This is an optimization exercise on Yosys and OpenROAD, whose aim is small area, a short achievable clock period and few clock cycles, not a production implementation.
Where RTL was checked, it was by simulation tests only, not by an equivalence proof against the original.
No functional check of the RTL was part of runs 1 and 2.

==> flow/design.v <==
module gz_sbox (
    input  wire [7:0] a,
    output wire [7:0] y
);
    wire U0 = a[7], U1 = a[6], U2 = a[5], U3 = a[4],
         U4 = a[3], U5 = a[2], U6 = a[1], U7 = a[0];
    wire T1, T2, T3, T4, T5, T6, T7, T8, T9, T10, T11, T12, T13, T14, T15, T16, T17, T18, T19, T20, T21, T22, T23, T24, T25, T26, T27, M1, M2, M3, M4, M5, M6, M7, M8, M9, M10, M11, M12, M13, M14, M15, M16, M17, M18, M19, M20, M21, M22, M23, M46, M47, M48, M49, M50, M51, M52, M53, M54, M55, M56, M57, M58, M59, M60, M61, M62, M63, N0, N1, N2, N3, N4, N5, N6, N7, N8, N9, N10, N11, N12, N13, N14, N15, N16, N17, N18, N19, N20, N21, N22, N23, N24, N25, N26, N27, N28, N29, N30, N31, N32, S0, S1, S2, S3, S4, S5, S6, S7, M37, M38, M39, M40, M41, M42, M43, M44, M45;
    assign T1 = U0 ^ U3;
    assign T2 = U0 ^ U5;
    assign T3 = U0 ^ U6;
    assign T4 = U3 ^ U5;
    assign T5 = U4 ^ U6;
    assign T6 = T1 ^ T5;
    assign T7 = U1 ^ U2;
    assign T8 = U7 ^ T6;
    assign T9 = U7 ^ T7;
    assign T10 = T6 ^ T7;
    assign T11 = U1 ^ U5;
    assign T12 = U2 ^ U5;
    assign T13 = T3 ^ T4;
    assign T14 = T6 ^ T11;
    assign T15 = T5 ^ T11;
    assign T16 = T5 ^ T12;
    assign T17 = T9 ^ T16;
    assign T18 = U3 ^ U7;
    assign T19 = T7 ^ T18;
    assign T20 = T1 ^ T19;
    assign T21 = U6 ^ U7;
    assign T22 = T7 ^ T21;
    assign T23 = T2 ^ T22;
    assign T24 = T2 ^ T10;
    assign T25 = T20 ^ T17;
    assign T26 = T3 ^ T16;
    assign T27 = T1 ^ T12;
    assign M1 = T13 & T6;
    assign M2 = T23 & T8;
    assign M3 = T14 ^ M1;
    assign M4 = T19 & U7;
    assign M5 = M4 ^ M1;
    assign M6 = T3 & T16;
    assign M7 = T22 & T9;
    assign M8 = T26 ^ M6;
    assign M9 = T20 & T17;
    assign M10 = M9 ^ M6;
    assign M11 = T1 & T15;
    assign M12 = T4 & T27;
    assign M13 = M12 ^ M11;
    assign M14 = T2 & T10;
    assign M15 = M14 ^ M11;
    assign M16 = M3 ^ M2;
    assign M17 = M5 ^ T24;
    assign M18 = M8 ^ M7;
    assign M19 = M10 ^ M15;
    assign M20 = M16 ^ M13;
    assign M21 = M17 ^ M15;
    assign M22 = M18 ^ M13;
    assign M23 = M19 ^ T25;
    assign M46 = M44 & T6;
    assign M47 = M40 & T8;
    assign M48 = M39 & U7;
    assign M49 = M43 & T16;
    assign M50 = M38 & T9;
    assign M51 = M37 & T17;
    assign M52 = M42 & T15;
    assign M53 = M45 & T27;
    assign M54 = M41 & T10;
    assign M55 = M44 & T13;
    assign M56 = M40 & T23;
    assign M57 = M39 & T19;
    assign M58 = M43 & T3;
    assign M59 = M38 & T22;
    assign M60 = M37 & T20;
    assign M61 = M42 & T1;
    assign M62 = M45 & T4;
    assign M63 = M41 & T2;
    assign N0 = M61 ^ M62;
    assign N1 = M56 ^ N0;
    assign N2 = M55 ^ N1;
    assign N3 = M49 ^ M50;
    assign N4 = M54 ^ M58;
    assign N5 = M46 ^ M48;
    assign N6 = M52 ^ M53;
    assign N7 = M46 ^ M47;
    assign N8 = M50 ^ M51;
    assign N9 = N5 ^ N8;
    assign N10 = M59 ^ N0;
    assign N11 = M53 ^ N4;
    assign N12 = M60 ^ N5;
    assign N13 = N11 ^ N12;
    assign N14 = N6 ^ N7;
    assign N15 = N14 ^ N2;
    assign N16 = N3 ^ N6;
    assign N17 = N16 ^ N2;
    assign N18 = N3 ^ N7;
    assign N19 = N2 ^ N18;
    assign N20 = N8 ^ N11;
    assign N21 = N20 ^ N10;
    assign N22 = N7 ^ N9;
    assign N23 = N22 ^ N2;
    assign N24 = M61 ^ M63;
    assign N25 = N6 ^ N24;
    assign N26 = N13 ^ N25;
    assign N27 = M58 ^ N3;
    assign N28 = N9 ^ N27;
    assign N29 = N28 ^ N10;
    assign N30 = M57 ^ N3;
    assign N31 = N1 ^ N30;
    assign N32 = N13 ^ N31;
    assign S0 = N17;
    assign S1 = ~N15;
    assign S2 = ~N26;
    assign S3 = N19;
    assign S4 = N23;
    assign S5 = N32;
    assign S6 = ~N21;
    assign S7 = ~N29;
    reg [8:0] inv;
    always @(*) begin
        case ({M20, M21, M22, M23})
            4'd0: inv = 9'b000000000;
            4'd1: inv = 9'b001111000;
            4'd2: inv = 9'b000110011;
            4'd3: inv = 9'b001001011;
            4'd4: inv = 9'b110011000;
            4'd5: inv = 9'b010100110;
            4'd6: inv = 9'b111010011;
            4'd7: inv = 9'b011011110;
            4'd8: inv = 9'b010010101;
            4'd9: inv = 9'b101110101;
            4'd10: inv = 9'b101000110;
            4'd11: inv = 9'b011101101;
            4'd12: inv = 9'b100001101;
            4'd13: inv = 9'b100111110;
            4'd14: inv = 9'b110101011;
            4'd15: inv = 9'b111100000;
        endcase
    end
    assign {M37, M38, M39, M40, M41, M42, M43, M44, M45} = inv;
    assign y = {S0, S1, S2, S3, S4, S5, S6, S7};
endmodule
module gz_cmac (
    input  wire         clk,
    input  wire         rst,         
    input  wire         start,       
    input  wire [127:0] key,         
    output wire         idle,
    input  wire         in_valid,
    output wire         in_ready,
    input  wire [127:0] in_data,     
    input  wire         in_last,
    input  wire [4:0]   in_bytes,    
    output reg          tag_valid,
    output wire [127:0] tag
);
    localparam [2:0] S_IDLE  = 3'd0,     
                     S_KEY   = 3'd1,     
                     S_SUBK  = 3'd2,     
                     S_LOAD  = 3'd3,     
                     S_WAITF = 3'd4,     
                     S_WAITC = 3'd5,     
                     S_ENC   = 3'd6;     
    reg [2:0]   state;
    reg [127:0] ckey;        
    reg [127:0] subl;        
    reg         lval;
    reg [127:0] st;          
    reg [127:0] rk;          
    reg [3:0]   rnd;         
    reg         last_q;      
    reg         rdy;         
    reg         ks_new;      
    wire r10     = (rnd == 4'd10);
    wire rounds  = (state == S_SUBK) || (state == S_ENC);
    wire s_key   = (state == S_KEY);
    wire s_waitc = (state == S_WAITC);
    assign idle     = (state == S_IDLE);
    assign in_ready = rdy;
    wire take = in_valid && rdy;
    wire [127:0] k1 = {subl[126:0], 1'b0} ^ (subl[127] ? 128'h87 : 128'h0);
    wire [127:0] k2 = {k1[126:0], 1'b0} ^ (k1[127] ? 128'h87 : 128'h0);
    reg [127:0] pad_mask;    
    reg [127:0] pad_bit;     
    integer b;
    always @(*) begin
        for (b = 0; b < 16; b = b + 1) begin
            pad_mask[127 - 8*b -: 8] = (b < in_bytes) ? 8'hff : 8'h00;
            pad_bit [127 - 8*b -: 8] = (b == in_bytes) ? 8'h80 : 8'h00;
        end
    end
    wire         lf   = take && in_last && (in_bytes == 5'd16);
    wire         lp   = take && in_last && (in_bytes != 5'd16);
    wire [127:0] keep = {128{take}} & (in_last ? pad_mask : {128{1'b1}});
    wire [127:0] pbit = {128{take && in_last}} & pad_bit;
    wire [127:0] kx   = ({128{lf}} & k1) | ({128{lp}} & k2);
    reg [7:0] rcon;
    always @(*) begin
        case (ks_new ? 4'd0 : rnd)
            4'd0:  rcon = 8'h01;
            4'd1:  rcon = 8'h02;
            4'd2:  rcon = 8'h04;
            4'd3:  rcon = 8'h08;
            4'd4:  rcon = 8'h10;
            4'd5:  rcon = 8'h20;
            4'd6:  rcon = 8'h40;
            4'd7:  rcon = 8'h80;
            4'd8:  rcon = 8'h1b;
            4'd9:  rcon = 8'h36;
            default: rcon = 8'h00;
        endcase
    end
    wire [127:0] ks_in = ks_new ? ckey : rk;
    wire [31:0] w0 = ks_in[127:96];
    wire [31:0] w1 = ks_in[95:64];
    wire [31:0] w2 = ks_in[63:32];
    wire [31:0] w3 = ks_in[31:0];
    wire [31:0] sw;
    gz_sbox ks0 (.a(w3[23:16]), .y(sw[31:24]));
    gz_sbox ks1 (.a(w3[15:8]),  .y(sw[23:16]));
    gz_sbox ks2 (.a(w3[7:0]),   .y(sw[15:8]));
    gz_sbox ks3 (.a(w3[31:24]), .y(sw[7:0]));
    wire [31:0] n0 = w0 ^ sw ^ {rcon, 24'h0};
    wire [31:0] n1 = w1 ^ n0;
    wire [31:0] n2 = w2 ^ n1;
    wire [31:0] n3 = w3 ^ n2;
    wire [127:0] rk_next = {n0, n1, n2, n3};
    wire [127:0] addk_k = (rounds ? rk : 128'h0) ^
                          ((take || s_key) ? ckey : 128'h0) ^
                          (s_waitc ? st : 128'h0);
    wire [127:0] addk   = (addk_k ^ kx) ^ ((in_data & keep) ^ pbit);
    wire sel_mc = rounds && !r10;
    wire [127:0] sb;
    genvar g;
    generate
        for (g = 0; g < 16; g = g + 1) begin : g_sb
            gz_sbox u_sb (.a(st[8*g+7 -: 8]), .y(sb[8*g+7 -: 8]));
        end
    endgenerate
    wire [127:0] sr;
    generate
        for (g = 0; g < 16; g = g + 1) begin : g_sr
            assign sr[127 - 8*g -: 8] = sb[127 - 8*((((g/4) + (g%4)) % 4)*4 + (g%4)) -: 8];
        end
    endgenerate
    function [7:0] xtime;
        input [7:0] v;
        xtime = {v[6:0], 1'b0} ^ (v[7] ? 8'h1b : 8'h00);
    endfunction
    wire [127:0] ag = sr & {128{rounds}};
    wire [127:0] mg = sr & {128{sel_mc}};
    wire [127:0] st_next;
    generate
        for (g = 0; g < 4; g = g + 1) begin : g_mc
            wire [7:0] a0 = mg[127 - 32*g      -: 8];
            wire [7:0] a1 = mg[127 - 32*g -  8 -: 8];
            wire [7:0] a2 = mg[127 - 32*g - 16 -: 8];
            wire [7:0] a3 = mg[127 - 32*g - 24 -: 8];
            wire [7:0] p01 = a0 ^ a1;
            wire [7:0] p12 = a1 ^ a2;
            wire [7:0] p23 = a2 ^ a3;
            wire [7:0] p30 = a3 ^ a0;
            wire [7:0] t   = p01 ^ p23;
            wire [31:0] d  = {t ^ xtime(p01), t ^ xtime(p12),
                              t ^ xtime(p23), t ^ xtime(p30)};
            assign st_next[127 - 32*g -: 32] =
                (ag[127 - 32*g -: 32] ^ addk[127 - 32*g -: 32]) ^ d;
        end
    endgenerate
    always @(posedge clk) begin
        st <= st_next;
        rk <= rk_next;
        if (idle && start)
            ckey <= key;
        if (state == S_LOAD)
            subl <= st;
    end
    assign tag = tag_valid ? st : 128'h0;
    reg [2:0] state_d;
    reg [3:0] rnd_d;
    reg       lval_d;
    reg       last_d;
    always @(*) begin
        state_d = state;
        rnd_d   = rnd;
        lval_d  = lval;
        last_d  = take ? in_last : last_q;
        if (sel_mc)
            rnd_d = rnd + 4'd1;
        if (take)
            rnd_d = 4'd1;
        case (state)
            S_IDLE: begin
                if (start) begin
                    lval_d  = lval && (key == ckey);
                    state_d = (lval && (key == ckey)) ? S_WAITF : S_KEY;
                end
            end
            S_KEY: begin
                rnd_d   = 4'd1;
                state_d = S_SUBK;
            end
            S_SUBK: begin
                if (r10)
                    state_d = S_LOAD;
            end
            S_LOAD: begin
                lval_d  = 1'b1;
                state_d = S_WAITF;
            end
            S_WAITF, S_WAITC: begin
                if (in_valid)
                    state_d = S_ENC;
            end
            S_ENC: begin
                if (r10 && !take)
                    state_d = last_q ? S_IDLE : S_WAITC;
            end
            default: state_d = S_IDLE;
        endcase
    end
    always @(posedge clk) begin
        if (rst) begin
            state     <= S_IDLE;
            lval      <= 1'b0;
            rnd       <= 4'd0;
            last_q    <= 1'b0;
            tag_valid <= 1'b0;
            ks_new    <= 1'b0;
            rdy       <= 1'b0;
        end else begin
            state     <= state_d;
            lval      <= lval_d;
            rnd       <= rnd_d;
            last_q    <= last_d;
            tag_valid <= (state == S_ENC) && r10 && last_q;
            ks_new    <= (state_d != S_SUBK && state_d != S_ENC) ||
                         (rnd_d == 4'd10);
            rdy       <= (state_d == S_WAITF) || (state_d == S_WAITC) ||
                         (state_d == S_ENC && rnd_d == 4'd10 && !last_d);
        end
    end
endmodule
==> flow/flow/run.sh <==
#!/bin/bash
# Own flow: the standard layout (standard.sh), except that synthesis maps
# the logic with an area-oriented ABC script (flow/abc_map.script) instead of
# ORFS's delay script, which restructures the XOR networks of the S-boxes
# into much larger logic; 3-input XOR cells are left out of the mapping
# (two 2-input ones are smaller). Everything else, registers included, is the
# standard synthesis; placement, CTS and routing are standard.sh's, with
# plain buffers on the ports.
set -euo pipefail
W=$PWD
ABC_SCRIPT=$W/flow/abc_map.script
cat > $W/own_synth.tcl <<EOS
proc abc {args} {
  set i [lsearch \$args -script]
  if {\$i >= 0} { lset args [expr {\$i + 1}] $ABC_SCRIPT }
  foreach c {xor3_1 xor3_2 xor3_4 xnor3_1 xnor3_2 xnor3_4} {
    lappend args -dont_use sky130_fd_sc_hd__\$c
  }
  yosys abc {*}\$args
}
source $W/synth_recipe.tcl
EOS
sed "s|$W/synth_recipe.tcl|$W/own_synth.tcl|g" $W/standard.sh > $W/own_standard.sh
grep -q own_synth.tcl $W/own_standard.sh
bash $W/own_standard.sh synth > $W/synth.log 2>&1
# The ports' buffers are the platform's plain buf_1 instead of the buffer
# buffer_ports picks on its own (clkdlybuf4s50_1, a slow delay cell).
bash $W/own_standard.sh "BUFFER_PORTS_ARGS=-buffer_cell sky130_fd_sc_hd__buf_1" finish > $W/layout.log 2>&1
==> flow/flow/abc_map.script <==
&get -n
&st
&dch -f
&nf -R 1000
&put
==> flow/standard.sh <==
#!/bin/bash
# synth_recipe.tcl (not shown) runs the flow's synth.tcl, then flattens the netlist and writes it again
# the make line also repeats each setting of config.mk as NAME=value (left out here)
make -C /OpenROAD-flow-scripts/flow DESIGN_CONFIG=/design/flow/config.mk WORK_HOME=/design/flow/orfs CLKGATE_MAP_FILE= SYNTH_SCRIPT=/design/flow/synth_recipe.tcl "${@:-finish}"
==> flow/config.mk <==
export PLATFORM = sky130hd
export DESIGN_NAME = gz_cmac
export DESIGN_NICKNAME = gz_cmac
export VERILOG_FILES = /design/flow/design.v
export SDC_FILE = /design/flow/constraint.sdc
export NUM_CORES = 8
export LEC_CHECK = 0
export CAP_MARGIN = 20
export CORE_MARGIN = 2
export CORE_UTILIZATION = 45
export PLACE_DENSITY = 0.6
export SETUP_SLACK_MARGIN = 4
export SLEW_MARGIN = 20
==> flow/constraint.sdc <==
create_clock -name core_clock -period 10.0 [get_ports {clk}]
set_input_delay 2.0000 -clock core_clock [delete_from_list [all_inputs] [get_ports {clk}]]
set_output_delay 2.0000 -clock core_clock [all_outputs]
set_load 0.01 [all_outputs]
==> flow_metrics.py, run 1 <==
metrics = {
    "outcome": {
        "status": "no timing/DRC/antenna violations",
    },
    "routing": {
        "drt_iter0_markers": 4317,
        "via_count": 44300,
        "dr.pass1.iters": 8,
        "ant_nets": 0,
        "drt_drc_violations_left": 0,
        "viasPerCell": 5.58,
        "routed_wl_um": 202000,
        "wl_per_cell_um": 25.5,
    },
    "yosys": {
        "ys_warn_count": 2,
        "ys_seq_area_share_pct": 25.6,
        "synth.area.top_cells": "xnor2_1, edfxtp_1, xor2_1",
        "syn_inst": 5729,
        "synth_area_per_cell_sq_um": 8.90,
        "synthTopCellsByCount": "xnor2_1, xor2_1, nand2_1",
        "synth_edf_count": 256,
        "yosysTopAreaCell": "xnor2_1",
        "synth.most_common_cell": "xnor2_1",
        "ys_ff_latch": 524,
        "synth_top_area_share_pct": 29.8,
        "synth_cell_types": 50,
        "syn_nets": 6158,
        "postSynth.asyncResetShare_pct": 0,
        "synth_flop_cell": "dfxtp_1",
        "netlist_area_sq_um": 51000,
    },
    "critical_path": {
        "crit_type": "flip-flop to flip-flop",
        "start_kind": "flip-flop",
        "path_max_fanout": 8,
        "end_kind": "flip-flop",
        "required_ns": 10.50,
        "arrival_ns": 6.37,
    },
    "placed_design": {
        "dp_cells": 7698,
        "io_buffers": 396,
        "gp_congestion": 0.995,
        "pre_cts_ws_ns": 2.85,
        "place_area_sq_um": 55400,
        "place_hpwl_um": 159000,
    },
    "die": {
        "start_util_pct": 45.3,
        "ios": 397,
        "die_w_um": 341,
        "coreArea_sq_um": 112000,
        "die_y_um": 341,
        "rows": 123,
        "dieArea_sq_um": 116000,
    },
    "clock_network": {
        "clkLatencyLatePin_ns": 0.67,
        "cts_tree": "built",
        "postCtsHoldBufs": 0,
        "path_clk_slew_ns": 0.06,
        "clock_sinks": 524,
        "cts_root_buf": "clkbuf_16",
        "htree_levels": 3,
        "cts_max_path_buffers": 3,
        "cts_inserted_buffers": 68,
    },
    "timing": {
        "finalHoldViolations": 0,
        "final.min_clock_period_ns": 5.87,
        "final.setup.worst_slack_ns": 4.13,
        "rsz0062_at_grt": "true",
        "period_share_pct": 58.7,
        "clock-skew-final_ns": 0.0375,
        "fmax_mhz": 170,
        "finalSetupTns_ns": 0,
        "finalMaxSlewViolations": 0,
        "worst_pin_slew_ns": 1.14,
        "relSlewSlack_pct": 23.0,
        "setup_violations": 0,
    },
    "cells_and_area": {
        "final_area_sq_um": 62300,
        "layout-drive-gt1-share_pct": 13.7,
        "nNetsFinal": 6808,
        "area_growth_pct": 22.2,
        "fin_cells": 7936,
    },
    "global_route": {
        "grt_first_pass_wirelength_um": 286000,
        "grt_overflow": 0,
        "grtUsageTotal_pct": 33.4,
        "grt_max_degree": 86,
        "antenna_found_initial": 10,
        "grt_pass1_vias": 42600,
    },
    "flow_run": {
        "maxCapViolCount": 0,
    },
    "hold_path": {
        "holdCritPathClass": "flip-flop to flip-flop",
    },
}
## state kept, by name, indices dropped and copies added (netlist names)
name       flops
tag_valid      1
subl         128
ks_new         1
rdy            1
lval           1
ckey         128
last_q         1
state          3
st           128
rnd            4
rk           128
## timing repair
| action | CTS | global route |
|---|---|---|
| buffers inserted | 35 | 75 |
| endpoints found under the setup margin | 226 | 190 |
| pin swaps | 17 | 46 |
| resized for setup | 282 | 316 |
## layer usage
metal | global-route usage, % | vias up | routed length, um
li1 | - | 20400 | -
met1 | 44.6 | 21400 | 83100
met2 | 52.9 | 2109 | 91300
met3 | 5.46 | 383 | 17300
met4 | 15.1 | 14 | 10200
met5 | 0 | - | 103
## metrics by stage
step / hold WS [ns] / util [%]
after floorplan: 0.440 / -
after global placement: 0.456 / 49.2
after detailed placement: 0.457 / 49.3
after CTS: 0.468 / 53.1
after global routing: 0.507 / 55.4
final: 0.472 / 55.4
## critical path, cell delays in order, from the launching register on
cell and delay (ns):
dfxtp_2 0.57, xor2_4 0.17, xnor2_1 0.38, and2_0 0.26, xnor2_1 0.11, xnor2_1 0.60, clkinv_1 0.32, ha_1 0.38
nand2_1 0.10, a21oi_1 0.08, a21oi_1 0.21, nand2_1 0.15, xor2_2 0.26, xor2_2 0.26, xor2_2 0.31, o21ai_0 0.31
nor2_2 0.28, xor2_2 0.33, xnor2_1 0.18, xnor2_1 0.10, xnor2_1 0.34
## layout by cell type, fill, tap and decap left out, drive strengths merged, types with 9 or more instances in the layout
cell type / n
mux4: 25
ha: 163
o41ai: 11
and2: 140
a21o: 9
a31oi: 18
clkinv: 87
inv: 10
nor3: 28
mux2i: 136
dfxtp: 268
nand3: 19
nor4: 44
nor2b: 17
buf: 578
edfxtp: 256
o211ai: 14
a21boi: 11
o21ai: 135
nand2b: 64
xor2: 847
clkbuf: 98
a22oi: 273
o31ai: 9
nand2: 802
o22ai: 22
xnor2: 1733
nor2: 350
a21oi: 189
## worst paths after layout
check | startpoint | to | slack, ns | depth (start not counted)
setup reg to reg | st[65]$_DFF_P_ | st[43]$_DFF_P_ | 4.13 | 20
setup / recovery | st[65]$_DFF_P_ | st[43]$_DFF_P_ | 4.13 | 20
hold reg to reg | lval$_SDFFE_PP0P_ | lval$_SDFFE_PP0P_ | 0.47 | 2
hold / removal | lval$_SDFFE_PP0P_ | lval$_SDFFE_PP0P_ | 0.47 | 2
## cells by family after synthesis
| kind of cell | Yosys count | share of synthesized area [%] |
|---|---|---|
| XOR/XNOR | 2580 | 44.3 |
| AND/OR/NAND/NOR | 1491 | 12.5 |
| AO/OA/AOI/OAI | 732 | 9.19 |
| flip-flops | 524 | 25.6 |
| multiplexers | 163 | 3.82 |
| adder cells (fa/ha/maj) | 163 | 4.00 |
| buffers and inverters | 76 | 0.559 |
## cell type report
cell class | count | area [sq um]
tap | 1500 | 1880
clock inverter | 29 | 260
timing repair buffer | 580 | 2970
antenna | 2 | 5.00
clock buffer | 96 | 1940
fill | 10300 | 50200
inverter | 76 | 289
multi-input combinational | 5129 | 41800
sequential | 524 | 13200
==> run 2: changes to the inputs <==
--- a/flow/config.mk
+++ b/flow/config.mk
@@ -10,3 +10,3 @@
 export CORE_UTILIZATION = 45
-export PLACE_DENSITY = 0.6
+export PLACE_DENSITY = 0.65
 export SETUP_SLACK_MARGIN = 4
==> run 2 against run 1 <==
Still clean on timing, DRC and antenna; maximum frequency shrank 2.7%; critical path depth fell by 7; global-route usage decreased by 0.25 points; first-iteration DRC count grew 6.1%; area after synthesis unchanged; routed wire length down 0.13%; final area grew 0.43%; critical path type is now primary input to flip-flop.
==> flow_metrics.py, run 2 <==
metrics = {
    "global_route": {
        "grt_max_degree": 136,
        "grt_first_pass_wirelength_um": 287000,
        "grt_pass1_vias": 43300,
        "grt_overflow": 0,
        "antenna_found_initial": 12,
        "grtUsageTotal_pct": 33.1,
    },
    "critical_path": {
        "path_max_fanout": 48,
        "timing.rr.end": "st[119]$_DFF_P_",
        "cp_slowest_cell": "nor2_4",
        "arrival_ns": 6.58,
        "path_cells": "buf_1 > buf_4 > and3_1 > nand2_1 > nor2_4 > buf_4 > a22oi_1 > xor2_1 > xnor2_1 > xnor2_1 > xnor2_1 > xnor2_1 > xnor2_1",
        "path_common_cell": "xnor2_1",
        "end_kind": "flip-flop",
        "r2r-start": "st[5]$_DFF_P_",
        "crit_path_end": "st[99]$_DFF_P_",
        "reg2reg_slack_ns": 4.15,
        "start_kind": "primary input",
        "required_ns": 10.55,
        "slowest_delay_ns": 0.88,
        "crit_type": "primary input to flip-flop",
        "crit_path_start": "in_last",
        "r2r_cells": 22,
    },
    "routing": {
        "drt_drc_violations_left": 0,
        "ant_nets": 0,
        "via_count": 44900,
        "wl_per_cell_um": 25.4,
        "viasPerCell": 5.65,
        "routed_wl_um": 202000,
        "drt_iter0_markers": 4580,
        "dr.pass1.iters": 6,
    },
    "clock_network": {
        "clkLatencyLatePin_ns": 0.68,
        "cts_tree": "built",
        "cts_inserted_buffers": 59,
        "htree_levels": 2,
        "path_clk_slew_ns": 0.07,
        "clock_sinks": 524,
        "cts_root_buf": "clkbuf_16",
        "cts_max_path_buffers": 3,
    },
    "outcome": {
        "status": "no timing/DRC/antenna violations",
    },
    "timing": {
        "relSlewSlack_pct": 21.8,
        "finalHoldViolations": 0,
        "setup_violations": 0,
        "clock-skew-final_ns": 0.0411,
        "final.setup.worst_slack_ns": 3.97,
        "final.min_clock_period_ns": 6.03,
        "worst_pin_slew_ns": 1.16,
        "fmax_mhz": 166,
        "finalSetupTns_ns": 0,
        "finalMaxSlewViolations": 0,
        "period_share_pct": 60.3,
        "rsz0062_at_grt": "true",
    },
    "yosys": {
        "netlist_area_sq_um": 51000,
        "synth_top_area_share_pct": 29.8,
        "synth_mux_area_share_pct": 3.82,
        "ys_ff_latch": 524,
        "synth-xor-area-share_pct": 44.3,
        "synth_flop_cell": "dfxtp_1",
        "ys_seq_area_share_pct": 25.6,
        "synth_adder_area_share_pct": 4.00,
        "syn_nets": 6158,
        "synth.most_common_cell": "xnor2_1",
        "postSynth.asyncResetShare_pct": 0,
        "syn_inst": 5729,
        "synth.area.top_cells": "xnor2_1, edfxtp_1, xor2_1",
        "synth_edf_count": 256,
        "synthTopCellsByCount": "xnor2_1, xor2_1, nand2_1",
        "synth_cell_types": 50,
        "synth-compound-area-share_pct": 9.19,
        "synth_top_family_by_area": "XOR/XNOR gates",
        "synth_area_per_cell_sq_um": 8.90,
        "yosysTopAreaCell": "xnor2_1",
        "synthSimpleGateAreaFrac_pct": 12.5,
        "ys_warn_count": 2,
    },
    "die": {
        "die_w_um": 341,
        "die_y_um": 341,
        "dieArea_sq_um": 116000,
        "coreArea_sq_um": 112000,
        "rows": 123,
        "start_util_pct": 45.3,
        "ios": 397,
    },
    "hold_path": {
        "holdCritPathClass": "flip-flop to flip-flop",
        "min_path_cells": 2,
    },
    "placed_design": {
        "io_buffers": 396,
        "gp_congestion": 0.996,
        "pre_cts_ws_ns": 2.22,
        "place_hpwl_um": 157000,
    },
    "cells_and_area": {
        "layout-drive-gt1-share_pct": 14.5,
        "nNetsFinal": 6822,
        "mostFrequentLayoutCell": "xnor2_1",
        "area_growth_pct": 22.7,
        "most-common-layout-cells": "xnor2_1, nand2_1, xor2_1, buf_1, nor2_1",
    },
    "flow_run": {
        "maxCapViolCount": 0,
    },
}
## run 2: cell counts after synthesis
Identical to the previous run, type by type.
## run 2: critical path: cells and delay by family
kind	cells	cell delay, ns
compound gates	1	0.22
xor+xnor	6	1.28
buf+inv	3	1.02
simple gates	3	1.95
## run 2: how the worst min path moves through the flow
stage,from,endpoint
2_1_floorplan,lval$_SDFFE_PP0P_,lval$_SDFFE_PP0P_
3_3_place_gp,last_q$_SDFF_PP0_,tag_valid$_SDFF_PP0_
3_5_place_dp,last_q$_SDFF_PP0_,tag_valid$_SDFF_PP0_
4_1_cts,last_q$_SDFF_PP0_,tag_valid$_SDFF_PP0_
5_1_grt,last_q$_SDFF_PP0_,tag_valid$_SDFF_PP0_
6_report,last_q$_SDFF_PP0_,tag_valid$_SDFF_PP0_
## run 2: routing by layer
layer / global-route usage, % / vias up / share of wire (%)
li1: - / 20400 / -
met1: 43.9 / 21700 / 40
met2: 51.8 / 2334 / 44
met3: 5.92 / 466 / 9.3
met4: 16.7 / 10 / 6.0
met5: 0 / - / 0.029
## run 2: what timing repair did
item,CTS,global route
buffers inserted,47,91
pin swaps,21,67
gates resized for setup,288,356
hold buffers,0,0
endpoints found under the setup margin,214,193
cloned,1,1
## run 2: cell families after synthesis
kind of cell / count (synthesis)
xor gates and xnor gates: 2580
and+or+nand+nor: 1491
AOI/OAI and AO/OA: 732
DFF: 524
muxes: 163
adders and majority gates: 163
buffers and inverters: 76
## run 2: final cells by class
| cell class | instances | area (sq um) |
|---|---|---|
| antenna | 7 | 17.5 |
| clock buffer | 89 | 1850 |
| clock inverter | 23 | 225 |
| fill | 10200 | 49900 |
| inverter | 76 | 289 |
| multi-input combinational | 5130 | 42000 |
| sequential | 524 | 13200 |
| tap | 1500 | 1880 |
| timing repair buffer | 602 | 3180 |
## run 2: through the flow
step	hold WS [ns]	utilization, %	instances	instance area (sq um)
floorplan	0.440	-	5729	51400
global placement	0.452	49.2	7690	55400
detailed placement	0.452	49.2	7691	55400
CTS	0.467	52.9	7851	59600
global route	0.481	55.6	7944	62600
finish	0.469	55.6	7951	62600
==> run 3: changes to the inputs <==
--- a/flow/design.v
+++ b/flow/design.v
@@ -6,3 +6,3 @@
          U4 = a[3], U5 = a[2], U6 = a[1], U7 = a[0];
-    wire T1, T2, T3, T4, T5, T6, T7, T8, T9, T10, T11, T12, T13, T14, T15, T16, T17, T18, T19, T20, T21, T22, T23, T24, T25, T26, T27, M1, M2, M3, M4, M5, M6, M7, M8, M9, M10, M11, M12, M13, M14, M15, M16, M17, M18, M19, M20, M21, M22, M23, M46, M47, M48, M49, M50, M51, M52, M53, M54, M55, M56, M57, M58, M59, M60, M61, M62, M63, N0, N1, N2, N3, N4, N5, N6, N7, N8, N9, N10, N11, N12, N13, N14, N15, N16, N17, N18, N19, N20, N21, N22, N23, N24, N25, N26, N27, N28, N29, N30, N31, N32, S0, S1, S2, S3, S4, S5, S6, S7, M37, M38, M39, M40, M41, M42, M43, M44, M45;
+    wire T1, T2, T3, T4, T5, T6, T7, T8, T9, T10, T11, T12, T13, T14, T15, T16, T17, T18, T19, T20, T21, T22, T23, T24, T25, T26, T27, M1, M2, M3, M4, M5, M6, M7, M8, M9, M10, M11, M12, M13, M14, M15, M16, M17, M18, M19, M20, M21, M22, M23, M24, M25, M26, M27, M28, M29, M30, M31, M32, M33, M34, M35, M36, M37, M38, M39, M40, M41, M42, M43, M44, M45, M46, M47, M48, M49, M50, M51, M52, M53, M54, M55, M56, M57, M58, M59, M60, M61, M62, M63, N0, N1, N2, N3, N4, N5, N6, N7, N8, N9, N10, N11, N12, N13, N14, N15, N16, N17, N18, N19, N20, N21, N22, N23, N24, N25, N26, N27, N28, N29, N30, N31, N32, S0, S1, S2, S3, S4, S5, S6, S7;
     assign T1 = U0 ^ U3;
@@ -57,2 +57,24 @@
     assign M23 = M19 ^ T25;
+    assign M24 = M22 ^ M23;
+    assign M25 = M22 & M20;
+    assign M26 = M21 ^ M25;
+    assign M27 = M20 ^ M21;
+    assign M28 = M23 ^ M25;
+    assign M29 = M28 & M27;
+    assign M30 = M26 & M24;
+    assign M31 = M20 & M23;
+    assign M32 = M27 & M31;
+    assign M33 = M27 ^ M25;
+    assign M34 = M21 & M22;
+    assign M35 = M24 & M34;
+    assign M36 = M24 ^ M25;
+    assign M37 = M21 ^ M29;
+    assign M38 = M32 ^ M33;
+    assign M39 = M23 ^ M30;
+    assign M40 = M35 ^ M36;
+    assign M41 = M38 ^ M40;
+    assign M42 = M37 ^ M39;
+    assign M43 = M37 ^ M38;
+    assign M44 = M39 ^ M40;
+    assign M45 = M42 ^ M41;
     assign M46 = M44 & T6;
@@ -116,24 +138,2 @@
     assign S7 = ~N29;
-    reg [8:0] inv;
-    always @(*) begin
-        case ({M20, M21, M22, M23})
-            4'd0: inv = 9'b000000000;
-            4'd1: inv = 9'b001111000;
-            4'd2: inv = 9'b000110011;
-            4'd3: inv = 9'b001001011;
-            4'd4: inv = 9'b110011000;
-            4'd5: inv = 9'b010100110;
-            4'd6: inv = 9'b111010011;
-            4'd7: inv = 9'b011011110;
-            4'd8: inv = 9'b010010101;
-            4'd9: inv = 9'b101110101;
-            4'd10: inv = 9'b101000110;
-            4'd11: inv = 9'b011101101;
-            4'd12: inv = 9'b100001101;
-            4'd13: inv = 9'b100111110;
-            4'd14: inv = 9'b110101011;
-            4'd15: inv = 9'b111100000;
-        endcase
-    end
-    assign {M37, M38, M39, M40, M41, M42, M43, M44, M45} = inv;
     assign y = {S0, S1, S2, S3, S4, S5, S6, S7};
--- a/flow/flow/run.sh
+++ b/flow/flow/run.sh
@@ -4,4 +4,3 @@
 # ORFS's delay script, which restructures the XOR networks of the S-boxes
-# into much larger logic; 3-input XOR cells are left out of the mapping
-# (two 2-input ones are smaller). Everything else, registers included, is the
+# into much larger logic. Everything else, registers included, is the
 # standard synthesis; placement, CTS and routing are standard.sh's, with
==> run 3 against run 2 <==
Clock-buffer cell count increased by 3; still clean; hold slack improved by 0.011 ns; global-route usage decreased by 0.18 points; final cell count decreased by 6.0%; first-iteration DRC count decreased by 6.8%; routed wire length decreased by 6.6%; sequential cell count unchanged.
==> flow_metrics.py, run 3 <==
metrics = {
    "timing": {
        "relSlewSlack_pct": 19.0,
        "final.min_clock_period_ns": 5.83,
        "finalHoldViolations": 0,
        "period_share_pct": 58.3,
        "final.setup.worst_slack_ns": 4.17,
        "worst_pin_slew_ns": 1.20,
        "rsz0062_at_grt": "true",
        "clock-skew-final_ns": 0.0342,
        "fmax_mhz": 172,
        "setup_violations": 0,
        "finalMaxSlewViolations": 0,
        "finalSetupTns_ns": 0,
    },
    "global_route": {
        "grt_max_degree": 129,
        "grt_overflow": 0,
        "grtUsageTotal_pct": 33.0,
        "grt_pass1_vias": 39800,
        "grt_first_pass_wirelength_um": 265000,
        "antenna_found_initial": 5,
    },
    "clock_network": {
        "clock_sinks": 524,
        "cts_inserted_buffers": 66,
        "htree_levels": 3,
        "postCtsHoldBufs": 0,
        "path_clk_slew_ns": 0.06,
        "clkLatencyLatePin_ns": 0.66,
        "cts_max_path_buffers": 3,
        "cts_root_buf": "clkbuf_16",
        "cts_tree": "built",
    },
    "critical_path": {
        "start_kind": "flip-flop",
        "arrival_ns": 6.39,
        "end_kind": "flip-flop",
        "reg2reg_slack_ns": 4.17,
        "path_max_fanout": 6,
        "required_ns": 10.56,
        "crit_type": "flip-flop to flip-flop",
    },
    "yosys": {
        "synth_top_area_share_pct": 33.5,
        "synth_flop_cell": "dfxtp_1",
        "syn_nets": 5687,
        "syn_inst": 5379,
        "ys_seq_area_share_pct": 27.1,
        "synth.most_common_cell": "xnor2_1",
        "netlist_area_sq_um": 48100,
        "synthTopCellsByCount": "xnor2_1, xor2_1, nand2_1",
        "synth_cell_types": 43,
        "postSynth.asyncResetShare_pct": 0,
        "ys_ff_latch": 524,
        "ys_warn_count": 1,
        "synth_area_per_cell_sq_um": 8.94,
        "synth_edf_count": 256,
        "synth.area.top_cells": "xnor2_1, edfxtp_1, xor2_1",
        "yosysTopAreaCell": "xnor2_1",
    },
    "cells_and_area": {
        "fill_cells": 9278,
        "nNetsFinal": 6336,
        "layout-drive-gt1-share_pct": 16.2,
        "multiInputGateArea_sq_um": 40100,
        "seq_area_sq_um": 13300,
        "area_growth_pct": 26.0,
        "mostFrequentLayoutCell": "xnor2_1",
        "most-common-layout-cells": "xnor2_1, nand2_1, xor2_1, buf_1, nor2_1",
    },
    "routing": {
        "ant_nets": 0,
        "wl_per_cell_um": 25.2,
        "drt_drc_violations_left": 0,
        "routed_wl_um": 188000,
        "viasPerCell": 5.56,
        "via_count": 41600,
        "dr.pass1.iters": 6,
        "drt_iter0_markers": 4270,
    },
    "die": {
        "coreArea_sq_um": 106000,
        "dieArea_sq_um": 110000,
        "die_y_um": 331,
        "ios": 397,
        "start_util_pct": 45.5,
        "rows": 119,
        "die_w_um": 331,
    },
    "flow_run": {
        "maxCapViolCount": 0,
    },
    "placed_design": {
        "io_buffers": 396,
        "gp_congestion": 1.03,
        "pre_cts_ws_ns": 2.64,
        "place_hpwl_um": 145000,
    },
    "outcome": {
        "status": "no timing/DRC/antenna violations",
    },
    "hold_path": {
        "holdCritPathClass": "flip-flop to flip-flop",
    },
}
run 3: cell types whose count changed after synthesis, moves of 22 or more:
cell      delta
o21ai_0     -40
nand2_1     -83
a21oi_1     -79
ha_1       -121
nand2b_1    -22
nor2b_1     +38
xor2_1      -31
mux4_2      -25
xnor2_1    +108
run 3: layout make-up:
class,instances,area share [%]
diodes,1,0.00413
clock buffers,92,3.19
clock inverters,30,0.557
inverters,64,0.396
multi-input cells,4791,66.2
flip-flops and latches,524,21.9
well taps,1391,2.87
repair buffers,581,4.96
run 3: what timing repair did:
| item | 4_1_cts | 5_1_grt |
|---|---|---|
| setup endpoints to repair | 239 | 209 |
| setup buffers | 37 | 95 |
| gates cloned | 0 | 1 |
| pin swaps | 22 | 95 |
| gates resized for setup | 343 | 484 |
run 3: layer usage:
layer  up-vias  part of all wire, %  global-route usage, %
met4         6                  6.4                   17.4
met3       443                  9.0                   4.82
met2      2165                   44                   51.3
met5         -                0.018                      0
met1     20000                   40                   44.3
li1      18900                    -                      -
run 3: logic make-up (layout without fill, tap and decap cells):
logic type,Yosys count,after routing,share of synthesized area (%)
buffers and inverters,64,767,0.499
AOI/OAI and AO/OA,543,543,7.44
and+or+nand+nor,1421,1421,12.8
DFF,524,524,27.1
other,0,1,0
xor gates and xnor gates,2657,2657,48.4
muxes,128,128,2.66
adders and majority gates,42,42,1.09
run 3: path summary, 6_finish.rpt:
| kind | from | endpoint | cells past startpoint |
|---|---|---|---|
| worst max-delay path | st[123]$_DFF_P_ | st[97]$_DFF_P_ | 24 |
| worst min-delay path | last_q$_SDFF_PP0_ | tag_valid$_SDFF_PP0_ | 2 |
| worst max register to register | st[123]$_DFF_P_ | st[97]$_DFF_P_ | 24 |
| worst min register to register | last_q$_SDFF_PP0_ | tag_valid$_SDFF_PP0_ | 2 |
run 3: critical path, stage by stage (launching register included):
cell	delay, ns
dfxtp_1	0.49
xor2_2	0.32
xnor2_1	0.19
and2_0	0.29
xor2_1	0.30
xnor2_1	0.16
xnor2_2	0.35
clkinv_1	0.15
a21oi_1	0.26
xnor2_2	0.18
xnor2_1	0.15
clkinv_1	0.15
xnor2_1	0.17
or2_0	0.31
xnor2_1	0.31
xnor2_1	0.13
xnor2_1	0.39
nand2_1	0.15
nor2_1	0.26
nand2_1	0.11
o21ai_2	0.11
xnor2_2	0.10
buf_4	0.17
xnor2_1	0.35
xnor2_1	0.16
run 3: per-stage QoR:
step	cells	hold slack [ns]	utilization (%)	cell area, sq um
finish	7474	0.479	57.4	60600
global route	7473	0.500	57.4	60600
CTS	7377	0.479	53.7	56800
detailed placement	7218	0.458	49.3	52200
global placement	7218	0.449	49.3	52200
floorplan	5379	0.440	-	48500
Testbench counts of run 3, summed over its fixed seeds: cycles 27,258.
==> run 4: changes to the inputs <==
--- a/flow/config.mk
+++ b/flow/config.mk
@@ -10,3 +10,3 @@
 export CORE_UTILIZATION = 45
-export PLACE_DENSITY = 0.65
+export PLACE_DENSITY = 0.75
 export SETUP_SLACK_MARGIN = 4
==> run 4 against run 3 <==
Still clean on timing, DRC and antenna; hold slack lost 0.0055 ns; routed wire length rose by 2.2%; final cell count up 0.55%; first-iteration DRC count is 17% higher; final area is 0.38% higher; via count is 3.1% higher; sequential cell count stayed put; area after synthesis is the same; sequential share of layout area is 0.11 points lower; highest routed layer unchanged.
==> flow_metrics.py, run 4 <==
metrics = {
    "timing": {
        "setup_violations": 0,
        "fmax_mhz": 165,
        "relSlewSlack_pct": 24.4,
        "worst_pin_slew_ns": 1.13,
        "final.setup.worst_slack_ns": 3.93,
        "rsz0062_at_grt": "true",
        "final.min_clock_period_ns": 6.07,
        "clock-skew-final_ns": 0.0375,
        "finalHoldViolations": 0,
        "finalMaxSlewViolations": 0,
        "period_share_pct": 60.7,
        "whs_ns": 0.474,
        "finalSetupTns_ns": 0,
    },
    "critical_path": {
        "end_kind": "flip-flop",
        "cp_top_family": "XOR/XNOR gates",
        "crit_type": "flip-flop to flip-flop",
        "slowest_delay_ns": 0.45,
        "cp_slowest_cell": "dfxtp_4",
        "start_kind": "flip-flop",
        "arrival_ns": 6.67,
        "path_common_cell": "xnor2_1",
        "required_ns": 10.60,
        "cp_num_buf_inv": 3,
        "path_max_fanout": 7,
    },
    "routing": {
        "viasPerCell": 5.70,
        "drt_drc_violations_left": 0,
        "wl_per_cell_um": 25.6,
        "dr.pass1.iters": 10,
        "routed_wl_um": 193000,
        "via_count": 42800,
        "drt_iter0_markers": 4990,
        "ant_nets": 0,
    },
    "placed_design": {
        "io_buffers": 396,
        "pre_cts_ws_ns": 2.32,
        "place_hpwl_um": 146000,
        "dp_cells": 7221,
        "gp_congestion": 1.04,
    },
    "die": {
        "start_util_pct": 45.5,
        "coreArea_sq_um": 106000,
        "rows": 119,
        "dieArea_sq_um": 110000,
        "ios": 397,
        "die_y_um": 331,
        "die_w_um": 331,
    },
    "yosys": {
        "ys_warn_count": 1,
        "synth_area_per_cell_sq_um": 8.94,
        "yosysTopAreaCell": "xnor2_1",
        "synth_cell_types": 43,
        "postSynth.asyncResetShare_pct": 0,
        "ys_ff_latch": 524,
        "synth.most_common_cell": "xnor2_1",
        "synth_top_area_share_pct": 33.5,
        "synthTopCellsByCount": "xnor2_1, xor2_1, nand2_1",
        "syn_inst": 5379,
        "synth_edf_count": 256,
        "ys_seq_area_share_pct": 27.1,
        "syn_nets": 5687,
        "synth.area.top_cells": "xnor2_1, edfxtp_1, xor2_1",
        "netlist_area_sq_um": 48100,
        "synth_flop_cell": "dfxtp_1",
    },
    "global_route": {
        "grt_max_degree": 141,
        "grtUsageTotal_pct": 33.2,
        "grt_first_pass_wirelength_um": 268000,
        "grt_pass1_vias": 40800,
        "grt_overflow": 0,
        "antenna_found_initial": 12,
    },
    "clock_network": {
        "cts_inserted_buffers": 60,
        "cts_tree": "built",
        "cts_root_buf": "clkbuf_16",
        "clock_sinks": 524,
        "clkLatencyLatePin_ns": 0.70,
        "cts_max_path_buffers": 3,
        "htree_levels": 2,
        "path_clk_slew_ns": 0.06,
    },
    "cells_and_area": {
        "layout-drive-gt1-share_pct": 16.8,
        "mostFrequentLayoutCell": "xnor2_1",
        "nNetsFinal": 6371,
        "fin_cells": 7515,
        "most-common-layout-cells": "xnor2_1, nand2_1, xor2_1, buf_1, nor2_1",
        "area_growth_pct": 26.5,
    },
    "outcome": {
        "status": "no timing/DRC/antenna violations",
    },
    "hold_path": {
        "holdCritPathClass": "flip-flop to flip-flop",
    },
    "flow_run": {
        "maxCapViolCount": 0,
    },
}
-- run 4: cell count changes in the layout (fill, tap and decap cells not counted), sizes merged --
cell,change
buf,+40
diode,+8
clkinv,-5
bufinv,-3
inv,+3
clkbuf,-2
-- run 4: layout make-up --
type / instances / area (sq um)
Antenna cell: 9 / 22.5
Clock buffer: 89 / 1780
Clock inverter: 25 / 230
Fill cell: 9129 / 44900
Inverter: 64 / 240
Multi-Input combinational cell: 4791 / 40200
Sequential cell: 524 / 13200
Tap cell: 1391 / 1740
Timing Repair Buffer: 622 / 3430
-- run 4: per-layer routing --
layer  track usage [%]  up-vias  wire [um]
met5                 0        -         38
li1                  -    19000          -
met2              50.5     2693      83800
met4              19.0        6      13600
met3              7.04      574      21900
met1              43.5    20600      73200
-- run 4: what timing repair did --
item	4_1_cts	5_1_grt
buffers inserted	42	126
cloned	0	2
resized for setup	324	503
pin swaps	25	128
hold buffers	0	0
endpoints found under the setup margin	219	207
-- run 4: path summary, 6_finish.rpt --
check	startpoint	to	slack, ns	depth (start not counted)
hold reg to reg	last_q$_SDFF_PP0_	tag_valid$_SDFF_PP0_	0.47	2
hold / removal	last_q$_SDFF_PP0_	tag_valid$_SDFF_PP0_	0.47	2
setup reg to reg	st[89]$_DFF_P_	st[89]$_DFF_P_	3.93	26
setup / recovery	st[89]$_DFF_P_	st[89]$_DFF_P_	3.93	26
-- run 4: kinds of logic (layout without fill, tap and decap cells) --
logic type,Yosys count,in the layout,synth area share (%)
buffers and inverters,64,800,0.499
DFF,524,524,27.1
and+or+nand+nor,1421,1421,12.8
adders and majority gates,42,42,1.09
AOI/OAI and AO/OA,543,543,7.44
other,0,9,0
xor gates and xnor gates,2657,2657,48.4
muxes,128,128,2.66
-- run 4: metrics by stage --
stage | instance area [sq um] | utilization (%)
6_report | 60900 | 57.6
3_3_place_gp | 52200 | 49.4
4_1_cts | 56500 | 53.4
2_1_floorplan | 48500 | -
5_1_grt | 60800 | 57.6
3_5_place_dp | 52200 | 49.4
-- run 4: tightest hold or removal path: stages (launching register included) --
cell and delay (ns):
dfxtp_1 0.34, nand2_1 0.07, nor3_1 0.04
==> run 5: changes to the inputs <==
--- a/flow/config.mk
+++ b/flow/config.mk
@@ -10,3 +10,3 @@
 export CORE_UTILIZATION = 45
-export PLACE_DENSITY = 0.75
+export PLACE_DENSITY = 0.6
 export SETUP_SLACK_MARGIN = 4
==> run 5 against run 4 <==
Highest routed layer unchanged; final area is 0.33% lower; synthesized cell count stayed put; maximum frequency is 3.3% higher; sequential share of layout area hardly changed; still clean; die area stayed put; area after synthesis stayed put.
==> flow_metrics.py, run 5 <==
metrics = {
    "routing": {
        "wl_per_cell_um": 25.4,
        "via_count": 41500,
        "routed_wl_um": 191000,
        "drt_iter0_markers": 4040,
        "drt_drc_violations_left": 0,
        "dr.pass1.iters": 6,
        "ant_nets": 0,
        "viasPerCell": 5.54,
    },
    "critical_path": {
        "path_common_cell": "xnor2_1",
        "reg2reg_slack_ns": 4.13,
        "start_kind": "flip-flop",
        "end_kind": "flip-flop",
        "r2r_cells": 25,
        "path_max_fanout": 5,
        "crit_type": "flip-flop to flip-flop",
        "cp_slowest_cell": "mux2i_2",
        "required_ns": 10.61,
        "r2r-start": "ks_new$_SDFF_PP0_",
        "cp_num_buf_inv": 4,
        "arrival_ns": 6.48,
        "timing.rr.end": "rk[2]$_DFF_P_",
        "cp_top_family": "XOR/XNOR gates",
        "slowest_delay_ns": 0.55,
    },
    "placed_design": {
        "io_buffers": 396,
        "place_hpwl_um": 148000,
        "gp_congestion": 1.02,
        "place_area_sq_um": 52200,
    },
    "timing": {
        "rsz0062_at_grt": "true",
        "finalMaxSlewViolations": 0,
        "whs_ns": 0.476,
        "period_share_pct": 58.7,
        "worst_pin_slew_ns": 1.20,
        "relSlewSlack_pct": 19.9,
        "setup_violations": 0,
        "final.min_clock_period_ns": 5.87,
        "clock-skew-final_ns": 0.0171,
        "fmax_mhz": 170,
        "finalHoldViolations": 0,
        "finalSetupTns_ns": 0,
    },
    "die": {
        "die_w_um": 331,
        "rows": 119,
        "coreArea_sq_um": 106000,
        "dieArea_sq_um": 110000,
        "ios": 397,
        "start_util_pct": 45.5,
        "die_y_um": 331,
    },
    "yosys": {
        "syn_nets": 5687,
        "synth_flop_cell": "dfxtp_1",
        "synth_top_area_share_pct": 33.5,
        "postSynth.asyncResetShare_pct": 0,
        "yosysTopAreaCell": "xnor2_1",
        "ys_seq_area_share_pct": 27.1,
        "syn_inst": 5379,
        "netlist_area_sq_um": 48100,
        "synth_cell_types": 43,
        "synth_area_per_cell_sq_um": 8.94,
        "synth.area.top_cells": "xnor2_1, edfxtp_1, xor2_1",
        "synthTopCellsByCount": "xnor2_1, xor2_1, nand2_1",
        "ys_warn_count": 1,
        "synth.most_common_cell": "xnor2_1",
        "synth_edf_count": 256,
        "ys_ff_latch": 524,
    },
    "clock_network": {
        "cts_inserted_buffers": 61,
        "clock_sinks": 524,
        "postCtsHoldBufs": 0,
        "cts_tree": "built",
        "htree_levels": 2,
        "clkLatencyLatePin_ns": 0.69,
        "path_clk_slew_ns": 0.06,
        "cts_root_buf": "clkbuf_16",
        "cts_max_path_buffers": 3,
    },
    "cells_and_area": {
        "seq_area_sq_um": 13200,
        "fill_cells": 9473,
        "layout-drive-gt1-share_pct": 16.4,
        "nNetsFinal": 6349,
        "most-common-layout-cells": "xnor2_1, nand2_1, xor2_1, buf_1, nor2_1",
        "mostFrequentLayoutCell": "xnor2_1",
        "final_area_sq_um": 60700,
        "multiInputGateArea_sq_um": 40000,
        "area_growth_pct": 26.1,
    },
    "hold_path": {
        "min_path_cells": 2,
        "holdPathEnd": "tag_valid$_SDFF_PP0_",
        "hp-start": "last_q$_SDFF_PP0_",
        "holdCritPathClass": "flip-flop to flip-flop",
    },
    "global_route": {
        "grt_first_pass_wirelength_um": 268000,
        "grt_overflow": 0,
        "grt_max_degree": 118,
        "grtUsageTotal_pct": 33.4,
        "antenna_found_initial": 5,
        "grt_pass1_vias": 39700,
    },
    "outcome": {
        "status": "no timing/DRC/antenna violations",
    },
    "flow_run": {
        "maxCapViolCount": 0,
    },
}
[run 5: kinds of logic (layout without fill, tap and decap cells)]
kind of cell | Yosys count | in the layout | share of synthesized area [%]
XOR/XNOR | 2657 | 2657 | 48.4
other | 0 | 5 | 0
flip-flops | 524 | 524 | 27.1
AO/OA/AOI/OAI | 543 | 543 | 7.44
buffers and inverters | 64 | 779 | 0.499
adder cells (fa/ha/maj) | 42 | 42 | 1.09
AND/OR/NAND/NOR | 1421 | 1421 | 12.8
multiplexers | 128 | 128 | 2.66
[run 5: layer usage]
layer	share of wire, %	track usage, %	vias to the layer above
met5	0.011	0	-
met4	5.9	16.3	4
met3	8.6	4.96	445
met2	44	52.2	2044
met1	41	45.1	20100
li1	-	-	18900
[run 5: worst min-delay path: stages, from the launching register on]
cell,delay (ns)
dfxtp_1,0.34
nand2_1,0.06
nor3_1,0.04
[run 5: through the flow]
| stage | utilization (%) | cells | setup WS [ns] |
|---|---|---|---|
| after floorplan | - | 5379 | 3.62 |
| after global placement | 49.4 | 7223 | 2.74 |
| after detailed placement | 49.4 | 7223 | 2.75 |
| after CTS | 53.6 | 7372 | 3.95 |
| after global routing | 57.4 | 7485 | 3.84 |
| final | 57.4 | 7490 | 4.13 |
[run 5: repair_timing]
action	CTS	global route
endpoints found under the setup margin	233	208
cloned	0	1
endpoints found under the hold margin	0	0
setup buffers	33	112
resized for setup	333	478
pin swaps	24	115
[run 5: how the worst max path moves through the flow]
stage | cells after the start | endpoint | slack (ns) | from
2_1_floorplan | 22 | rk[11]$_DFF_P_ | 3.62 | ks_new$_SDFF_PP0_
3_3_place_gp | 22 | rk[9]$_DFF_P_ | 2.74 | ks_new$_SDFF_PP0_
3_5_place_dp | 22 | rk[9]$_DFF_P_ | 2.75 | ks_new$_SDFF_PP0_
4_1_cts | 24 | rk[31]$_DFF_P_ | 3.95 | ks_new$_SDFF_PP0_
5_1_grt | 25 | rk[11]$_DFF_P_ | 3.84 | ks_new$_SDFF_PP0_
6_report | 25 | rk[2]$_DFF_P_ | 4.13 | ks_new$_SDFF_PP0_
[run 5: area by class of cell]
type / instances / share of cell area [%]
Tap cell: 1391 / 2.87
Multi-Input combinational cell: 4791 / 66.0
Inverter: 64 / 0.396
Sequential cell: 524 / 21.8
Timing Repair Buffer: 599 / 5.23
Antenna cell: 5 / 0.0206
Clock inverter: 38 / 0.821
Clock buffer: 78 / 2.90
==> run 6: changes to the inputs <==
==> flow/flow/abc_map.script (replaced) <==
&get -n
&st
&dch -f
&nf -R 0
&put
--- a/flow/config.mk
+++ b/flow/config.mk
@@ -10,3 +10,3 @@
 export CORE_UTILIZATION = 45
-export PLACE_DENSITY = 0.6
+export PLACE_DENSITY = 0.65
 export SETUP_SLACK_MARGIN = 4
==> run 6 against run 5 <==
Clock skew up 0.017 ns; die area is 4.1% higher; first-iteration DRC count increased by 19%; maximum frequency fell by 0.73%; final area increased by 4.1%; non-clock buffer count increased by 18; still clean; area after synthesis rose by 4.1%.
==> flow_metrics.py, run 6 <==
metrics = {
    "yosys": {
        "synth_cell_types": 62,
        "ys_warn_count": 1,
        "synth-xor-area-share_pct": 45.8,
        "synthTopCellsByCount": "xnor2_1, xor2_1, nand2_1",
        "synth_area_per_cell_sq_um": 8.96,
        "synth_adder_area_share_pct": 1.05,
        "synth_edf_count": 256,
        "synth-compound-area-share_pct": 10.0,
        "synth.most_common_cell": "xnor2_1",
        "postSynth.asyncResetShare_pct": 0,
        "netlist_area_sq_um": 50100,
        "synth_mux_area_share_pct": 2.91,
        "synth_flop_cell": "dfxtp_1",
        "synthSimpleGateAreaFrac_pct": 14.0,
        "synth.area.top_cells": "xnor2_1, edfxtp_1, xor2_1",
        "synth_top_area_share_pct": 31.6,
        "yosysTopAreaCell": "xnor2_1",
        "ys_seq_area_share_pct": 26.0,
        "ys_ff_latch": 524,
        "syn_inst": 5593,
        "syn_nets": 5901,
        "synth_top_family_by_area": "XOR/XNOR gates",
    },
    "die": {
        "die_w_um": 338,
        "die_y_um": 338,
        "dieArea_sq_um": 114000,
        "coreArea_sq_um": 111000,
        "ios": 397,
        "rows": 122,
        "start_util_pct": 45.3,
    },
    "global_route": {
        "grt_pass1_vias": 42700,
        "grtUsageTotal_pct": 33.8,
        "grt_overflow": 0,
        "antenna_found_initial": 2,
        "grt_first_pass_wirelength_um": 283000,
        "grt_max_degree": 127,
    },
    "critical_path": {
        "crit_type": "flip-flop to flip-flop",
        "arrival_ns": 6.48,
        "required_ns": 10.57,
        "end_kind": "flip-flop",
        "start_kind": "flip-flop",
        "path_max_fanout": 7,
    },
    "timing": {
        "finalMaxSlewViolations": 0,
        "rsz0062_at_grt": "true",
        "period_share_pct": 59.1,
        "finalSetupTns_ns": 0,
        "final.min_clock_period_ns": 5.91,
        "relSlewSlack_pct": 23.9,
        "whs_ns": 0.467,
        "worst_pin_slew_ns": 1.14,
        "setup_violations": 0,
        "finalHoldViolations": 0,
        "final.setup.worst_slack_ns": 4.09,
        "clock-skew-final_ns": 0.0345,
        "fmax_mhz": 169,
    },
    "routing": {
        "viasPerCell": 5.75,
        "dr.pass1.iters": 8,
        "drt_iter0_markers": 4790,
        "ant_nets": 0,
        "wl_per_cell_um": 26.0,
        "via_count": 45000,
        "routed_wl_um": 203000,
        "drt_drc_violations_left": 0,
    },
    "cells_and_area": {
        "multiInputGateArea_sq_um": 42200,
        "area_growth_pct": 26.0,
        "fill_cells": 9858,
        "final_area_sq_um": 63200,
        "nNetsFinal": 6586,
        "most-common-layout-cells": "xnor2_1, nand2_1, xor2_1, buf_1, a22oi_1",
        "mostFrequentLayoutCell": "xnor2_1",
        "seq_area_sq_um": 13200,
        "layout-drive-gt1-share_pct": 15.6,
    },
    "placed_design": {
        "place_area_sq_um": 54300,
        "pre_cts_ws_ns": 2.72,
        "place_hpwl_um": 156000,
        "gp_congestion": 1.01,
        "io_buffers": 396,
    },
    "clock_network": {
        "cts_root_buf": "clkbuf_16",
        "cts_max_path_buffers": 3,
        "cts_inserted_buffers": 66,
        "clkLatencyLatePin_ns": 0.64,
        "cts_tree": "built",
        "path_clk_slew_ns": 0.06,
        "htree_levels": 3,
        "postCtsHoldBufs": 0,
        "clock_sinks": 524,
    },
    "hold_path": {
        "holdCritPathClass": "flip-flop to flip-flop",
    },
    "flow_run": {
        "maxCapViolCount": 0,
    },
    "outcome": {
        "status": "no timing/DRC/antenna violations",
    },
}
## run 6: cell count changes after synthesis, sizes merged, moves of 17 or more
cell,before,now
nand3,11,57
xnor2,1841,1808
a21o,4,21
or3,0,34
and3,5,32
nand2,719,671
nor2,359,313
a31oi,7,26
nor3,17,41
clkinv,64,28
## run 6: area by class of cell
cell class | count | area share (%)
repair buffers | 617 | 5.43
clock buffers | 88 | 3.09
flip-flops and latches | 524 | 20.9
diodes | 2 | 0.00792
clock inverters | 32 | 0.590
multi-input cells | 5041 | 66.9
well taps | 1488 | 2.95
inverters | 28 | 0.166
## run 6: final timing paths
check | startpoint | end | slack [ns] | depth (start not counted)
max | st[73]$_DFF_P_ | st[27]$_DFF_P_ | 4.09 | 24
min | last_q$_SDFF_PP0_ | tag_valid$_SDFF_PP0_ | 0.47 | 2
max reg2reg | st[73]$_DFF_P_ | st[27]$_DFF_P_ | 4.09 | 24
min reg2reg | last_q$_SDFF_PP0_ | tag_valid$_SDFF_PP0_ | 0.47 | 2
## run 6: worst max-delay path, cell delays in order (launching register included)
cell	delay, ns
dfxtp_4	0.45
xor2_4	0.28
xor2_4	0.19
xor2_1	0.24
clkinv_1	0.10
ha_1	0.30
or3_1	0.39
and3_1	0.23
or3b_1	0.43
a311oi_2	0.31
o22ai_2	0.20
xnor2_2	0.20
buf_4	0.14
nand2b_1	0.17
xor2_4	0.26
xor2_2	0.22
xor2_2	0.18
buf_4	0.18
xnor2_2	0.25
nor2_2	0.10
xnor2_2	0.16
buf_4	0.18
xnor2_4	0.27
xnor2_1	0.22
xnor2_1	0.16
## run 6: kinds of logic after synthesis
logic type	count (synthesis)
XOR/XNOR	2618
flip-flops	524
buffers and inverters	28
multiplexers	145
AO/OA/AOI/OAI	717
adder cells (fa/ha/maj)	42
AND/OR/NAND/NOR	1519
## run 6: what timing repair did
| item | CTS | global route |
|---|---|---|
| resized for setup | 368 | 402 |
| pin swaps | 33 | 95 |
| gates cloned | 1 | 3 |
| endpoints found under the setup margin | 238 | 208 |
| buffers inserted | 42 | 126 |
## run 6: per-stage QoR
step / util [%] / instances
2_1_floorplan: - / 5593
3_3_place_gp: 49.2 / 7526
3_5_place_dp: 49.2 / 7526
4_1_cts: 53.8 / 7689
5_1_grt: 57.1 / 7818
6_report: 57.2 / 7820
## run 6: per-layer routing
layer  GRT usage [%]  share of wire [%]  vias to the layer above
met2            52.0                 43                     2404
met5               0             0.0079                        -
met1            44.0                 40                    21700
met4            19.1                7.0                        2
li1                -                  -                    20300
met3            7.32                9.7                      559

afterwards: timing with drivers on the ports:
Ports are ideal in the flow. The routed layouts listed here were re-timed in OpenROAD. Step 1 assumes that a clkbuf_16 drives the clock port and a buf_2 every other input. Step 2 adds t to the input delays and takes it off the output delays; t is the mean of the earliest and latest rising clock arrival at the registers after step 1. Input paths then give back, and output paths get back, about the clock's delay inside the block. Three values: ideal ports, drivers, drivers and shift; two values: the first two.
run | shift t [ns] | setup WS [ns] | hold WS [ns]
run 1 | 0.726 | 4.132 / 4.132 / 4.082 | 0.472 / 0.472 / 0.472
run 2 | 0.722 | 3.971 / 4.009 / 3.287 | 0.469 / 0.469 / 0.469
run 3 | 0.718 | 4.169 / 4.169 / 3.944 | 0.479 / 0.479 / 0.479
run 4 | 0.752 | 3.934 / 3.934 / 3.325 | 0.474 / 0.474 / 0.474
run 5 | 0.756 | 4.131 / 4.131 / 3.569 | 0.476 / 0.476 / 0.476
run 6 | 0.698 | 4.088 / 4.088 / 3.726 | 0.467 / 0.467 / 0.467
After both steps every run listed still meets setup and hold. The setup slack of run 2, which loses most, moves by +0.038 ns with the drivers and by -0.684 ns with both steps.
